From an optimization exercise on the open Yosys and OpenROAD flow, aimed at small area; shortcuts taken in it are not production practice. Where RTL was checked, it was by simulation tests only, not by an equivalence proof against the original. Power is estimated from default activity; no workload was simulated.

## run A
## sinc4_decim
module sinc4_decim (
    input  wire        clk,
    input  wire        rst,         
    input  wire        in_valid,
    input  wire [8:0]  in_bits,
    output wire        out_valid,
    output wire [3:0]  out_lane,
    output wire [18:0] out_data
);
    reg  [69:0] ring [0:8];
    reg  [8:0]  lb;      
    reg  [3:0]  age;     
    reg  [4:0]  ql;      
    reg         dbl;     
    reg         xo;      
    reg  [3:0]  lane;    
    reg         clr;     
    wire        stb   = in_valid & ~rst;
    wire        pl    = ~age[3] | (age == 4'd8);
    wire        dact  = dbl & (age == 4'd0);
    wire        xn    = pl & lb[lane];
    wire        xold  = dact & xo;
    wire        q25   = dact & (ql == 5'd0);
    wire        shift = pl & ((ql == 5'd24) | q25);
    wire [3:0]  lnext = (lane == 4'd8) ? 4'd0 : lane + 4'd1;
    wire [56:0] k;
    wire [6:0] rsel = {(q25 ? 5'd25 : ql), xold, xn};
    wire rn66, rn67, rn68, rn69, rn70, rn71, rn72, rn74;
    wire rn76, rn77, rn78, rn79, rn80, rn81, rn82, rn83;
  ...
export LEC_CHECK = 0
export ABC_AREA = 1
export CAP_MARGIN = 20
export CORE_MARGIN = 2
export CORE_UTILIZATION = 60
export CTS_BUF_LIST = sky130_fd_sc_hd__clkbuf_8
export CTS_CLUSTER_DIAMETER = 60
export CTS_CLUSTER_SIZE = 20
export GPL_TIMING_DRIVEN = 0
export SLEW_MARGIN = 20
export SYNTH_HIERARCHICAL = 1
export SYNTH_MEMORY_MAX_BITS = 16384
create_clock -name core_clock -period 20.0 [get_ports {clk}]
standard.sh (not shown) runs the stock make flow with config.mk's settings and CLKGATE_MAP_FILE= SYNTH_SCRIPT=/design/flow/synth_recipe.tcl, a recipe that flattens the netlist after the stock synthesis.
==> flow/flow/run.sh <==
#!/bin/bash
# Own layout flow: the standard synthesis, then the combinational logic between the
# registers re-mapped by ABC for area (the registers, their names and cell types are kept),
# then the standard layout from floorplan on, with the ports buffered by buf_1.
# Each tool writes its full output to a log file in this folder.
set -euo pipefail
W=$(pwd)
F=$W/flow
P=$FLOW_HOME/platforms/$FLOW_PLATFORM
LIB=$P/lib/sky130_fd_sc_hd__tt_025C_1v80.lib
R=$W/orfs/results/$FLOW_PLATFORM/sinc4_decim/base
YOSYS=$(command -v yosys || echo $FLOW_HOME/../tools/install/yosys/bin/yosys)

# 1. standard synthesis
bash standard.sh synth > $W/flow_1_synth.log 2>&1

# 2. re-map the logic between the registers
cp $R/1_2_yosys.v $W/synth_standard.v
python3 $F/lib2v.py $LIB > $W/cells_func.v
DU=$(sed -n '/DONT_USE_CELLS/,/^#/p' $P/config.mk | grep -o 'sky130_fd_sc_hd__[A-Za-z0-9_]*' | sed 's/^/-dont_use /' | tr '\n' ' ')
cat > $W/remap.ys <<EOS

read_verilog $W/cells_func.v
read_verilog $W/synth_standard.v
hierarchy -top $FLOW_TOP
flatten
read_liberty -lib $LIB
rename -hide w:* i:* %d o:* %d
opt_clean -purge
techmap
opt -fast
abc -liberty $LIB $DU -script $F/remap.abc
opt_clean -purge
setundef -zero
hilomap -singleton -hicell sky130_fd_sc_hd__conb_1 HI -locell sky130_fd_sc_hd__conb_1 LO
splitnets
opt_clean -purge
check -assert -mapped
tee -o $W/remap_stat.txt stat -liberty $LIB
write_verilog -noattr -nohex -nodec $W/synth_remapped.v
EOS
$YOSYS -l $W/flow_2_remap.log -q -s $W/remap.ys
cp $W/synth_remapped.v $R/1_2_yosys.v
rm -f $R/1_synth.odb $R/1_synth.sdc

# 3. standard layout from the re-mapped netlist
bash standard.sh "BUFFER_PORTS_ARGS=-buffer_cell sky130_fd_sc_hd__buf_1" "CTS_ARGS=-sink_clustering_enable -repair_clock_nets -sink_clustering_size 20 -sink_clustering_max_diameter 60 -buf_list sky130_fd_sc_hd__clkbuf_8 -dont_use_dummy_load" finish > $W/flow_3_layout.log 2>&1
test -s $W/out/final.def
==> flow/flow/remap.abc <==
strash
&get -n
&st
&dch
&nf -R 1000
&put
Other scripts of this flow, unchanged in this note and not shown: flow/flow/lib2v.py
Inputs modified between run A and run B:
- removing GPL_TIMING_DRIVEN (formerly 0)
diff --git a/flow/flow/run.sh b/flow/flow/run.sh
--- a/flow/flow/run.sh
+++ b/flow/flow/run.sh
@@ -47 +47 @@
-bash standard.sh "BUFFER_PORTS_ARGS=-buffer_cell sky130_fd_sc_hd__buf_1" "CTS_ARGS=-sink_clustering_enable -repair_clock_nets -sink_clustering_size 20 -sink_clustering_max_diameter 60 -buf_list sky130_fd_sc_hd__clkbuf_8 -dont_use_dummy_load" finish > $W/flow_3_layout.log 2>&1
+bash standard.sh "BUFFER_PORTS_ARGS=-buffer_cell sky130_fd_sc_hd__buf_1" "CTS_ARGS=-sink_clustering_enable -repair_clock_nets -sink_clustering_size 30 -sink_clustering_max_diameter 50 -buf_list sky130_fd_sc_hd__clkbuf_16 -sink_clustering_buffer sky130_fd_sc_hd__clkbuf_16 -dont_use_dummy_load" finish > $W/flow_3_layout.log 2>&1
[summary]
In run B, the share of the clock period used by the worst path came out 3.1 points below the value in run A. Run B ended up with lane[0] as its source of the critical timing path; run A ended up with lane[1]. Changes observed in run B relative to run A: post-placement cell count shows an increase of 19; worst hold slack shows an increase of 48 ps.
Modified inputs, run C compared to run B
- CORE_UTILIZATION: 60 -> 70
- GPL_TIMING_DRIVEN: unset -> 1
diff --git a/flow/flow/run.sh b/flow/flow/run.sh
--- a/flow/flow/run.sh
+++ b/flow/flow/run.sh
@@ -47 +47 @@
-bash standard.sh "BUFFER_PORTS_ARGS=-buffer_cell sky130_fd_sc_hd__buf_1" "CTS_ARGS=-sink_clustering_enable -repair_clock_nets -sink_clustering_size 30 -sink_clustering_max_diameter 50 -buf_list sky130_fd_sc_hd__clkbuf_16 -sink_clustering_buffer sky130_fd_sc_hd__clkbuf_16 -dont_use_dummy_load" finish > $W/flow_3_layout.log 2>&1
+bash standard.sh "BUFFER_PORTS_ARGS=-buffer_cell sky130_fd_sc_hd__buf_1" "CTS_ARGS=-sink_clustering_enable -repair_clock_nets -sink_clustering_size 20 -sink_clustering_max_diameter 60 -buf_list sky130_fd_sc_hd__clkbuf_8 -dont_use_dummy_load" finish > $W/flow_3_layout.log 2>&1
==> flow/flow/remap.abc <==
strash
&get -n
&st
&dch
&nf -R 50
&put
## What came out
- After synthesis and placement, the instance count of run C is below that of run B.
- Share of the clock period used by the worst path after layout delta for run C relative to run B: 0.88 points higher
- Run C reports a higher final core utilization than run B does.
- The higher number of buffers added by the clock tree synthesis step came out of run C.
- Of run C and run B, it is run C that has the lower wire length.
- Measured against run B, the tap cell instance count of run C comes out at 0.859 times the reference value.
- Run C vs run B, setup slack went down by 180 ps.
- Looking at wire length per cell, run C sits about 2.8% lower than run B does.
- Run C finished end to end and its layout was clean on timing, DRC and antenna.
- Run B → run C: worst setup skew after layout has remained practically unchanged, post-synthesis to final-layout area growth has decreased, number of buffers and inverters on the critical path has decreased.


Another version of the RTL of sinc4_decim (not shown whole).
Size: ~36 I/O pins.
Settings: LEC_CHECK=0, ABC_AREA=1, CAP_MARGIN=20, CORE_MARGIN=2, CORE_UTILIZATION=40, SLEW_MARGIN=20, SYNTH_MEMORY_MAX_BITS=16384; clock period 20.0 ns.
run.sh (not shown) runs the stock make flow with config.mk's settings and CLKGATE_MAP_FILE= SYNTH_SCRIPT=/design/flow/synth_recipe.tcl, a recipe that flattens the netlist after the stock synthesis.
Stock flow here: none of the scripts above is used.
Next try:
- SYNTH_MEMORY_MAX_BITS: 16384 -> default
Result: The changed run failed in synthesis (1_2_yosys).


== rev 12 ==
sinc4_decim, a different RTL version from the one above (not shown whole).
Size in the first run: about 1800 cells after synthesis, roughly 660 flip-flops, ~36 I/O pins.
==> flow/design.v (excerpt) <==
module sinc4_decim (
    input  wire        clk,
    input  wire        rst,         
    input  wire        in_valid,
    input  wire [8:0]  in_bits,
    output wire        out_valid,
    output wire [3:0]  out_lane,
    output wire [18:0] out_data
);
export LEC_CHECK = 0
export ABC_AREA = 1
export CAP_MARGIN = 20
export CORE_MARGIN = 2
export CORE_UTILIZATION = 40
export CTS_BUF_LIST = sky130_fd_sc_hd__clkbuf_8
export CTS_CLUSTER_DIAMETER = 60
export CTS_CLUSTER_SIZE = 20
export SLEW_MARGIN = 20
export SYNTH_MEMORY_MAX_BITS = 16384
create_clock -name core_clock -period 20.0 [get_ports {clk}]
Rev 12 completed every stage of the flow, and the final layout passed the timing, DRC and antenna checks.
[inputs] rev 13 vs rev 12
Settings: CTS_CLUSTER_SIZE removed (was 20); CTS_BUF_LIST removed (was sky130_fd_sc_hd__clkbuf_8); CTS_CLUSTER_DIAMETER removed (was 60).
--- outcome ---
Compared with rev 12, rev 13 shows power density over the cells that has gone up by more than 10%.
Per the comparison of rev 13 with rev 12, total clock buffers created by CTS higher; minimum clock period after layout lower; detailed-route wire length higher.
Period utilization essentially unchanged between rev 12 and rev 13.
Summary: internal power, rev 13 worse than rev 12
No functional check of the RTL was part of any run of this note.


sinc4_decim with an RTL version that a note above also has.
==> flow/config.mk <==
export PLATFORM = sky130hd
export DESIGN_NAME = sinc4_decim
export DESIGN_NICKNAME = sinc4_decim
export VERILOG_FILES = /design/flow/design.v
export SDC_FILE = /design/flow/constraint.sdc
export NUM_CORES = 4
export LEC_CHECK = 0
export ABC_AREA = 1
export CAP_MARGIN = 20
export CORE_MARGIN = 2
export CORE_UTILIZATION = 60
export CTS_BUF_LIST = sky130_fd_sc_hd__clkbuf_8
export CTS_CLUSTER_DIAMETER = 60
export CTS_CLUSTER_SIZE = 20
export SLEW_MARGIN = 20
export SYNTH_HIERARCHICAL = 1
export SYNTH_MEMORY_MAX_BITS = 16384
==> flow/constraint.sdc <==
create_clock -name core_clock -period 20.0 [get_ports {clk}]
set_input_delay 4.0000 -clock core_clock [delete_from_list [all_inputs] [get_ports {clk}]]
set_output_delay 4.0000 -clock core_clock [all_outputs]
set_load 0.01 [all_outputs]
standard.sh (not shown) runs the stock make flow with config.mk's settings and CLKGATE_MAP_FILE= SYNTH_SCRIPT=/design/flow/synth_recipe.tcl, a recipe that flattens the netlist after the stock synthesis.
==> flow/flow/run.sh <==
#!/bin/bash
# Own layout flow: the standard synthesis, then the combinational logic between the
# registers re-mapped by ABC for area (the registers, their names and cell types are kept),
# then the standard layout from floorplan on, with the ports buffered by buf_1.
# Each tool writes its full output to a log file in this folder.
set -euo pipefail
W=$(pwd)
F=$W/flow
P=$FLOW_HOME/platforms/$FLOW_PLATFORM
LIB=$P/lib/sky130_fd_sc_hd__tt_025C_1v80.lib
R=$W/orfs/results/$FLOW_PLATFORM/sinc4_decim/base
YOSYS=$(command -v yosys || echo $FLOW_HOME/../tools/install/yosys/bin/yosys)

# 1. standard synthesis
bash standard.sh synth > $W/flow_1_synth.log 2>&1

# 2. re-map the logic between the registers
cp $R/1_2_yosys.v $W/synth_standard.v
python3 $F/lib2v.py $LIB > $W/cells_func.v
DU=$(sed -n '/DONT_USE_CELLS/,/^#/p' $P/config.mk | grep -o 'sky130_fd_sc_hd__[A-Za-z0-9_]*' | sed 's/^/-dont_use /' | tr '\n' ' ')
cat > $W/remap.ys <<EOS

read_verilog $W/cells_func.v
read_verilog $W/synth_standard.v
hierarchy -top $FLOW_TOP
flatten
read_liberty -lib $LIB
rename -hide w:* i:* %d o:* %d
opt_clean -purge
techmap
opt -fast
abc -liberty $LIB $DU -script $F/remap.abc
opt_clean -purge
setundef -zero
hilomap -singleton -hicell sky130_fd_sc_hd__conb_1 HI -locell sky130_fd_sc_hd__conb_1 LO
splitnets
opt_clean -purge
check -assert -mapped
tee -o $W/remap_stat.txt stat -liberty $LIB
write_verilog -noattr -nohex -nodec $W/synth_remapped.v
EOS
$YOSYS -l $W/flow_2_remap.log -q -s $W/remap.ys
cp $W/synth_remapped.v $R/1_2_yosys.v
rm -f $R/1_synth.odb $R/1_synth.sdc

# 3. standard layout from the re-mapped netlist
bash standard.sh "BUFFER_PORTS_ARGS=-buffer_cell sky130_fd_sc_hd__buf_1" "CTS_ARGS=-sink_clustering_enable -repair_clock_nets -sink_clustering_size 20 -sink_clustering_max_diameter 60 -buf_list sky130_fd_sc_hd__clkbuf_8 -dont_use_dummy_load" finish > $W/flow_3_layout.log 2>&1
test -s $W/out/final.def
Other scripts of this flow, unchanged in this note and not shown: flow/flow/lib2v.py, flow/flow/remap.abc
Rerun with:
--- a/flow/flow/run.sh
+++ b/flow/flow/run.sh
@@ -45,4 +45,4 @@
 
 # 3. standard layout from the re-mapped netlist
-bash standard.sh "BUFFER_PORTS_ARGS=-buffer_cell sky130_fd_sc_hd__buf_1" "CTS_ARGS=-sink_clustering_enable -repair_clock_nets -sink_clustering_size 20 -sink_clustering_max_diameter 60 -buf_list sky130_fd_sc_hd__clkbuf_8 -dont_use_dummy_load" finish > $W/flow_3_layout.log 2>&1
+bash standard.sh "BUFFER_PORTS_ARGS=-buffer_cell sky130_fd_sc_hd__buf_1" "CTS_ARGS=-sink_clustering_enable -repair_clock_nets -sink_clustering_size 30 -sink_clustering_max_diameter 50 -buf_list sky130_fd_sc_hd__clkbuf_8 sky130_fd_sc_hd__clkbuf_16 -sink_clustering_buffer sky130_fd_sc_hd__clkbuf_16 -dont_use_dummy_load" finish > $W/flow_3_layout.log 2>&1
 test -s $W/out/final.def
After rerunning: The new run failed in clock tree synthesis (4_1_cts), error STA-0564. Synthesized area is unchanged. Synthesized cell count does not change.
Rerun with:
--- a/flow/flow/run.sh
+++ b/flow/flow/run.sh
@@ -26,5 +26,4 @@
 flatten
 read_liberty -lib $LIB
-rename -hide w:* i:* %d o:* %d
 opt_clean -purge
 techmap
@@ -36,4 +35,5 @@
 splitnets
 opt_clean -purge
+insbuf -buf sky130_fd_sc_hd__buf_4 A X
 check -assert -mapped
 tee -o $W/remap_stat.txt stat -liberty $LIB
@@ -45,4 +45,4 @@
 
 # 3. standard layout from the re-mapped netlist
-bash standard.sh "BUFFER_PORTS_ARGS=-buffer_cell sky130_fd_sc_hd__buf_1" "CTS_ARGS=-sink_clustering_enable -repair_clock_nets -sink_clustering_size 30 -sink_clustering_max_diameter 50 -buf_list sky130_fd_sc_hd__clkbuf_8 sky130_fd_sc_hd__clkbuf_16 -sink_clustering_buffer sky130_fd_sc_hd__clkbuf_16 -dont_use_dummy_load" finish > $W/flow_3_layout.log 2>&1
+bash standard.sh "BUFFER_PORTS_ARGS=-buffer_cell sky130_fd_sc_hd__buf_1" finish > $W/flow_3_layout.log 2>&1
 test -s $W/out/final.def
- The changed run finished with timing, DRC and antenna clean
- area after synthesis rises by 0.97%
- synthesized cell count went up by 1.6%
Rerun with:
--- a/flow/flow/run.sh
+++ b/flow/flow/run.sh
@@ -26,4 +26,5 @@
 flatten
 read_liberty -lib $LIB
+rename -hide w:* i:* %d o:* %d
 opt_clean -purge
 techmap
@@ -35,5 +36,4 @@
 splitnets
 opt_clean -purge
-insbuf -buf sky130_fd_sc_hd__buf_4 A X
 check -assert -mapped
 tee -o $W/remap_stat.txt stat -liberty $LIB
@@ -45,4 +45,4 @@
 
 # 3. standard layout from the re-mapped netlist
-bash standard.sh "BUFFER_PORTS_ARGS=-buffer_cell sky130_fd_sc_hd__buf_1" finish > $W/flow_3_layout.log 2>&1
+bash standard.sh "BUFFER_PORTS_ARGS=-buffer_cell sky130_fd_sc_hd__buf_1" "CTS_ARGS=-sink_clustering_enable -repair_clock_nets -sink_clustering_size 12 -sink_clustering_max_diameter 50 -buf_list sky130_fd_sc_hd__clkbuf_4 -dont_use_dummy_load" finish > $W/flow_3_layout.log 2>&1
 test -s $W/out/final.def
--- a/flow/config.mk
+++ b/flow/config.mk
@@ -13,4 +13,5 @@
 export CTS_CLUSTER_DIAMETER = 60
 export CTS_CLUSTER_SIZE = 20
+export GPL_TIMING_DRIVEN = 0
 export SLEW_MARGIN = 20
 export SYNTH_HIERARCHICAL = 1
What happened:
- count of clock-buffer cells in the layout is higher by 24
- final cell count stays flat
- area after synthesis is lower by 0.96%
- setup slack is worse by 0.57 ns
- total power is lower by 3.3%
- final area is lower by 0.96%
- critical path depth does not change
- global-route usage is lower by 1.5 points

==> re-timing with driven ports <==
How much do the figures lean on ideal ports? The routed layouts below were timed once more, with nothing changed but the port constraints.
Step 1, drivers: a clkbuf_16 drives clk and a buf_2 each remaining input, both assumed.
Step 2, shift: input delay + t, output delay - t, t = (earliest + latest rising clock arrival at the registers) / 2. This alone moves slack from input paths to output paths.
a / b / c = ideal ports / drivers / drivers and shift; a / b = the first two.
run	t, ns	setup WS [ns]	worst setup path after step 2	worst data-port slew with drivers (ns)
run A	0.583	0.667 / 0.619 / 1.202	register to output	0.04
run B	0.573	1.277 / 1.225 / 1.797	register to output	0.04
run C	0.605	1.101 / 1.055 / 1.660	register to output	0.03
the first run of note 2	0.685	9.312 / 9.254 / 9.939	register to output	0.04
rev 12	0.683	6.625 / 6.573 / 7.256	register to output	0.04
rev 13	0.672	6.633 / 6.580 / 7.253	register to output	0.04
the first run of note 4	0.605	1.368 / 1.319 / 1.923	register to output	0.04
the third run of note 4	0.638	1.249 / 1.197 / 1.835	register to output	0.04
the fourth run of note 4	0.721	0.676 / 0.632 / 1.353	register to output	0.04
After both steps setup and hold are still met in every run listed.
